Background: an optimization exercise with open tools, aiming at small area. Do not read the settings as production practice. The RTL was checked by simulation tests, not by an equivalence proof against the original design. Power figures rest on the tool's default switching activity, not on a simulated workload.

Design ci_decim_bank, start of the top module:
module ci_decim_bank (
    input  wire         clk,
    input  wire         rst,
    input  wire         bit_valid,
    input  wire [3:0]   bits,
    input  wire [3:0]   resync,
    input  wire         cfg_we,
    input  wire [1:0]   cfg_ch,
    input  wire [15:0]  cfg_data,
    input  wire [1:0]   cfg_rd_ch,
    output wire [15:0]  cfg_rd_data,
    output reg  [3:0]   out_valid,
    output wire [3:0]   out_settled,
    output wire [99:0]  out_data
);
export LEC_CHECK = 0
export ABC_AREA = 1
export CAP_MARGIN = 5
export CORE_MARGIN = 2
export CORE_UTILIZATION = 65
export SLEW_MARGIN = 5
create_clock -name core_clock -period 15.0 [get_ports {clk}]
standard.sh (not shown) runs the stock make flow with config.mk's settings and CLKGATE_MAP_FILE= SYNTH_SCRIPT=/design/flow/synth_recipe.tcl, a recipe that flattens the netlist after the stock synthesis.
==> flow/flow/run.sh <==
#!/bin/bash
# The standard layout (the standard.sh, standard synthesis unchanged), with
# two changes: port buffers use the smallest buffer, and the clock tree uses
# small clock buffers without dummy loads.
set -euo pipefail
export BUFFER_PORTS_ARGS="-buffer_cell sky130_fd_sc_hd__buf_1"
export CTS_ARGS="-sink_clustering_enable -repair_clock_nets -dont_use_dummy_load -buf_list sky130_fd_sc_hd__clkbuf_8 -sink_clustering_size 14 -sink_clustering_max_diameter 100"
bash standard.sh > standard.log 2>&1
Then changed:
Settings changed: CORE_UTILIZATION 65 to 40, GPL_TIMING_DRIVEN set to 0.
- flip-flop and latch count is unchanged
- cell area increases by about 3%
- hold slack gets worse by 6.4 ps
- cell count goes up by about 11%
- routed wire length climbs by about 11%
- via count went up by about 0.56%
- power is higher by about 0.4%
- non-clock buffer count rises by 181
- global-route usage goes down by 11 points
- register-to-register slack is worse by 280 ps
Then changed:
Settings changed: GPL_TIMING_DRIVEN 0 to not set.
After rerunning:
- wire length goes down by a few percent
- utilization decreases by 0.64 points
- cell count goes down by a few percent
- hold slack barely changes
- global-route usage falls by 1.4 points
Then changed:
--- a/flow/flow/run.sh
+++ b/flow/flow/run.sh
@@ -1,5 +1,11 @@
 #!/bin/bash
-# The standard layout (the standard.sh, standard synthesis unchanged), with
-# two changes: port buffers use the smallest buffer, and the clock tree uses
-# small clock buffers without dummy loads.
+# The standard layout (standard.sh: standard synthesis, floorplan, power
+# grid, placement, CTS, routing), unchanged except for two arguments passed
+# through ORFS's own variables:
+#   - the port buffers that placement puts on every input and output use the
+#     smallest buffer cell instead of the resizer's pick;
+#   - clock tree synthesis builds the tree from clkbuf_8 cells in sink
+#     clusters of up to 14 flip-flops, without dummy loads.
+# Everything make prints goes to standard.log; ORFS's per-step logs stay under
+# orfs/logs/ in this folder.
 set -euo pipefail
Outcome: The changed run produced a clean layout; die area does not change; critical path depth stays the same; worst setup slack does not change; count of clock-buffer cells in the layout is unchanged; sequential share of layout area is unchanged; routed wire length is unchanged; design area is unchanged; hold slack is unchanged; clock power stays flat; first-iteration DRC count is unchanged.

* * *

ci_decim_bank again, from the RTL that the note above started with.
## ci_decim_bank
module ci_decim_bank (
    input  wire         clk,
    input  wire         rst,
    input  wire         bit_valid,
    input  wire [3:0]   bits,
    input  wire [3:0]   resync,
    input  wire         cfg_we,
    input  wire [1:0]   cfg_ch,
    input  wire [15:0]  cfg_data,
    input  wire [1:0]   cfg_rd_ch,
    output wire [15:0]  cfg_rd_data,
    output reg  [3:0]   out_valid,
    output wire [3:0]   out_settled,
    output wire [99:0]  out_data
);
export LEC_CHECK = 0
export ABC_AREA = 1
export CAP_MARGIN = 5
export CORE_MARGIN = 2
export CORE_UTILIZATION = 40
export SLEW_MARGIN = 5
create_clock -name core_clock -period 15.0 [get_ports {clk}]
==> flow/flow/run.sh <==
#!/bin/bash
# The standard layout (the standard.sh, standard synthesis unchanged), with
# two changes: port buffers use the smallest buffer, and the clock tree uses
# small clock buffers without dummy loads.
set -euo pipefail
export BUFFER_PORTS_ARGS="-buffer_cell sky130_fd_sc_hd__buf_1"
export CTS_ARGS="-sink_clustering_enable -repair_clock_nets -dont_use_dummy_load -buf_list sky130_fd_sc_hd__clkbuf_4 -sink_clustering_size 8 -sink_clustering_max_diameter 80"
bash standard.sh > standard.log 2>&1
Next try:
==> flow/flow/run.sh (replaced) <==
#!/bin/bash
# The standard layout (the standard.sh, standard synthesis unchanged), with
# two changes: port buffers use the smallest buffer, and the clock tree uses
# small clock buffers without dummy loads.
set -euo pipefail
export BUFFER_PORTS_ARGS="-buffer_cell sky130_fd_sc_hd__buf_1"
export CTS_ARGS="-sink_clustering_enable -repair_clock_nets -dont_use_dummy_load -buf_list sky130_fd_sc_hd__clkbuf_4"
bash standard.sh > standard.log 2>&1
--- a/flow/config.mk
+++ b/flow/config.mk
@@ -7,6 +7,6 @@
 export LEC_CHECK = 0
 export ABC_AREA = 1
-export CAP_MARGIN = 5
+export CAP_MARGIN = 20
 export CORE_MARGIN = 2
 export CORE_UTILIZATION = 40
-export SLEW_MARGIN = 5
+export SLEW_MARGIN = 20
The changed run completed with no timing, DRC or antenna violations.
Global-route usage rose by 0.20 points.
Die area is unchanged.
Clock power rose by 35%.
Final cell count rose by 1.3%.
Combinational power barely changes.
Wire length rose by 0.62%.
First-iteration DRC count fell by 0.49%.
Setup slack is better by 0.014 ns.
Sequential share of layout area fell by 0.44 points.
Via count rose by 1.2%.
Register-to-register slack is better by 0.14 ns.

-- port drivers added, routing unchanged --
Ports are ideal in the flow. The routed layouts listed here were re-timed in OpenROAD.
Step 1, drivers: a clkbuf_16 drives clk and a buf_2 each remaining input, both assumed.
Step 2 adds t to the input delays and takes it off the output delays; t is the mean of the earliest and latest rising clock arrival at the registers after step 1. Input paths then give back, and output paths get back, about the clock's delay inside the block.
Three values: ideal ports, drivers, drivers and shift; two values: the first two.
| run | t (ns) | slack for setup (ns) | cell pins on the clock port's net |
|---|---|---|---|
| the first run of note 1 | 0.756 | 0.680 / 0.718 / -0.038 | 1 |
| the second run of note 1 | 0.839 | 0.582 / 0.631 / -0.207 | 1 |
| the third run of note 1 | 0.826 | 0.566 / 0.612 / -0.214 | 1 |
| the fourth run of note 1 | 0.826 | 0.566 / 0.612 / -0.214 | 1 |
| the first run of note 2 | 1.010 | 0.591 / 0.633 / -0.377 | 1 |
| the second run of note 2 | 1.107 | 0.605 / 0.540 / -0.354 | 1 |
Met with ideal ports but missed after step 2: setup timing in every run listed. For the first run of note 2, which loses most, drivers alone change the setup slack by +0.042 ns; drivers and shift together by -0.968 ns.
